From an optimization exercise on the open Yosys and OpenROAD flow, aimed at small area; shortcuts taken in it are not production practice. The RTL was checked by simulation tests, not by an equivalence proof against the original design.

Setup of build 46:
Design cbs_window_quad, start of the top module:
module cbs_window_quad (
    input  wire        clk,
    input  wire        rst,
    input  wire        trig,
    input  wire [15:0] cfg_len,
    input  wire        cfg_sinc3,
    input  wire [3:0]  bits,
    input  wire [63:0] cal_ofs,
    input  wire [79:0] cal_gain,
    input  wire [3:0]  cal_valid,
    input  wire [3:0]  offset_bin,
    output wire        ready,
    output reg         done,
    output wire [63:0] code,
    output wire [3:0]  clamp,
    output wire [3:0]  cal_inv,
    output wire [15:0] len_out
);
Size: roughly 4200 cells after synthesis, roughly 270 I/O pins, roughly 41000 um^2 of cells after synthesis.
==> flow/config.mk <==
export PLATFORM = sky130hd
export DESIGN_NAME = cbs_window_quad
export DESIGN_NICKNAME = cbs_window_quad
export VERILOG_FILES = /design/flow/design.v
export SDC_FILE = /design/flow/constraint.sdc
export NUM_CORES = 8
export LEC_CHECK = 0
export CAP_MARGIN = 20
export CORE_MARGIN = 2
export CORE_UTILIZATION = 70
export CTS_BUF_LIST = sky130_fd_sc_hd__clkbuf_8 sky130_fd_sc_hd__clkbuf_16
export CTS_CLUSTER_DIAMETER = 70
export CTS_CLUSTER_SIZE = 32
export PLACE_DENSITY = 0.75
export SLEW_MARGIN = 20
==> flow/constraint.sdc <==
create_clock -name core_clock -period 15.0 [get_ports {clk}]
set_input_delay 3.0000 -clock core_clock [delete_from_list [all_inputs] [get_ports {clk}]]
set_output_delay 3.0000 -clock core_clock [all_outputs]
set_load 0.01 [all_outputs]
standard.sh (not shown) runs the stock make flow with config.mk's settings and CLKGATE_MAP_FILE= SYNTH_SCRIPT=/design/flow/synth_recipe.tcl, a recipe that flattens the netlist after the stock synthesis.
==> flow/flow/run.sh <==
#!/bin/bash
# Custom flow: the standard flow with two changes that do not touch the
# design, its registers or its constraints:
#  - synthesis maps the logic with the ABC script in abc_map.script
#    (an area-recovering &nf mapping) instead of ORFS's abc_speed.script;
#  - port buffers use the smallest buffer cell.
# Everything else (scripts, settings, power grid, taps) is ORFS's own.
set -euo pipefail
HERE=$(pwd)
rm -rf "$HERE/scripts_mod"
cp -r "$FLOW_HOME/scripts" "$HERE/scripts_mod"
cp "$HERE/flow/abc_map.script" "$HERE/scripts_mod/abc_speed.script"
bash standard.sh SCRIPTS_DIR="$HERE/scripts_mod" \
    BUFFER_PORTS_ARGS="-buffer_cell sky130_fd_sc_hd__buf_1" finish > standard.log 2>&1
==> flow/flow/abc_map.script <==
strash
&get -n
&fraig -x
&put
scorr
dc2
dretime
strash
&get -n
&dch -f
&nf {D}
&put
buffer -c
topo
stime -c
upsize -c
dnsize -c
Modified inputs, trial 68 compared to build 46
diff --git a/flow/design.v b/flow/design.v
--- a/flow/design.v
+++ b/flow/design.v
@@ -61,69 +61,77 @@
     input  wire [3:0]  cal_valid,
     input  wire [3:0]  offset_bin,
     output wire        ready,
     output reg         done,
     output wire [63:0] code,
     output wire [3:0]  clamp,
     output wire [3:0]  cal_inv,
     output wire [15:0] len_out
 );
     reg        open;
     reg        sinc3;
-    reg [15:0] lreg;       
-    reg [15:0] cnt;        
+    reg [15:0] mreg;       
+    reg [1:0]  r3;         
+    reg [15:0] pc;         
     reg [1:0]  phase;
     reg [28:0] wgt;        
     reg [15:0] bv;         
     reg [15:0] len_cap;
     wire start = trig && !open && !rst;
     assign ready = !open;
-    wire        csmall = (cnt[15:4] == 12'd0);
-    wire        hit    = csmall && (sinc3 ? ((phase == 2'd0) ? (cnt[3:0] >= 4'd6 && cnt[3:0] <= 4'd8)
-                                                             : (cnt[3:0] >= 4'd3 && cnt[3:0] <= 4'd5))
-                                          : (cnt[3:0] == 4'd2));
-    wire        last   = open && hit && (!sinc3 || phase == 2'd2);
-    wire [15:0] cdec   = cnt + (sinc3 ? 16'hfffd : 16'hffff);
+    wire [15:0] pc_inc   = pc + 16'd1;
+    wire        divstep  = sinc3 && (phase == 2'd0) && (pc[15:5] == 11'd0) &&
+                           !(pc[4] && (pc[3:0] != 4'd0));
+    wire        hit      = (pc_inc == mreg) && !divstep;
+    wire        last     = open && hit && (!sinc3 || phase == 2'd2);
+    wire [2:0]  r3x      = {r3, mreg[15]};
+    wire        r3ge     = (r3x >= 3'd3);
+    wire [1:0]  r3n      = r3ge ? (r3x[1:0] - 2'd3) : r3x[1:0];
     wire [15:0] wlo;
     wire        wco;
     cbs_rca #(16) wadd (.a(wgt[15:0]), .b(bv), .ci(1'b0), .s(wlo), .co(wco));
     wire [12:0] whi = wgt[28:16] + {13{bv[15]}} + {12'd0, wco};
-    wire [1:0]  r3  = cnt[1:0] + 2'd1;     
-    wire [15:0] span = lreg - {14'd0, sinc3 ? r3 : 2'd0};
+    wire [15:0] m3;
+    cbs_rca #(16) madd (.a(mreg), .b({mreg[14:0], 1'b0}), .ci(1'b0), .s(m3), .co());
     always @(posedge clk) begin
         if (rst)
             open <= 1'b0;
         else if (start)
             open <= 1'b1;
         else if (last)
             open <= 1'b0;
         if (start) begin
             sinc3 <= cfg_sinc3;
-            lreg  <= cfg_len;
-            cnt   <= cfg_len;
+            mreg  <= cfg_len;
+            r3    <= 2'd0;
+            pc    <= 16'd1;
             phase <= 2'd0;
             wgt   <= cfg_sinc3 ? 29'd0 : 29'd1;
             bv    <= cfg_sinc3 ? 16'd1 : 16'd0;
         end else begin
+            if (divstep) begin
+                mreg <= {mreg[14:0], r3ge};
+                r3   <= r3n;
+            end
             if (hit && sinc3 && phase != 2'd2) begin
-                cnt   <= lreg;
+                pc    <= 16'd0;
                 phase <= phase + 2'd1;
             end else begin
-                cnt <= cdec;
+                pc <= pc_inc;
             end
             wgt <= {whi, wlo};
             if (sinc3)
                 bv <= bv + ((phase == 2'd1) ? 16'hfffe : 16'd1);
         end
         if (last)
-            len_cap <= span;
+            len_cap <= sinc3 ? m3 : mreg;
     end
     reg [3:0] bits_r;
     reg       first_r, last_r, last_rr, last_r3;
     always @(posedge clk) begin
         bits_r  <= bits;
         first_r <= start;
         if (rst) begin
             last_r  <= 1'b0;
             last_rr <= 1'b0;
             last_r3 <= 1'b0;
         end else begin
==> comparison <==
- Trial 68 ends up with lower clock tree cell share of total cell area than build 46 does.
- | area share of fa/ha/maj cells after synthesis | trial 68 vs build 46 | 0.22 points higher |
- Comparing trial 68 and build 46, the lower design area was measured on build 46.
- Capturing element of the worst setup path: gr[10]$_SDFF_PP0_ -> build 46, du_r[18]$_DFF_P_ -> trial 68
- For the area after synthesis, trial 68 came in 0.97% higher than build 46 did.
- Width of the die (trial 68 vs. build 46) increases slightly
- Looking at number of instances on the worst hold path across trial 68 and build 46, the one that comes out lower is trial 68.
- Build 46 → trial 68: detailed-routing wirelength on met1 saw an increase, multi-input logic portion of the cell area saw an increase.
- Taking build 46 as the reference, in trial 68 wire length on met2 has remained practically unchanged, combined global-route utilization of all metal layers has decreased, post-route worst hold slack has increased.

## separate check: timing with driven ports
Ports are ideal in the flow. The routed layouts listed here were re-timed in OpenROAD. Step 1: set_driving_cell puts a clkbuf_16 on clk and a buf_2 on each other input, an assumption about the parent block. Step 2, shift: input delay + t, output delay - t, t = (earliest + latest rising clock arrival at the registers) / 2. This alone moves slack from input paths to output paths. a / b / c = ideal ports / drivers / drivers and shift; a / b = the first two.
| run | shift t [ns] | setup WS [ns] | worst setup path after step 2 | pins driven straight from the clock port |
|---|---|---|---|---|
| build 46 | 0.665 | 0.775 / 0.775 / 0.775 | register to register | 1 |
| trial 68 | 0.665 | 0.988 / 0.988 / 0.988 | register to register | 1 |
After both steps every run listed still meets setup and hold.
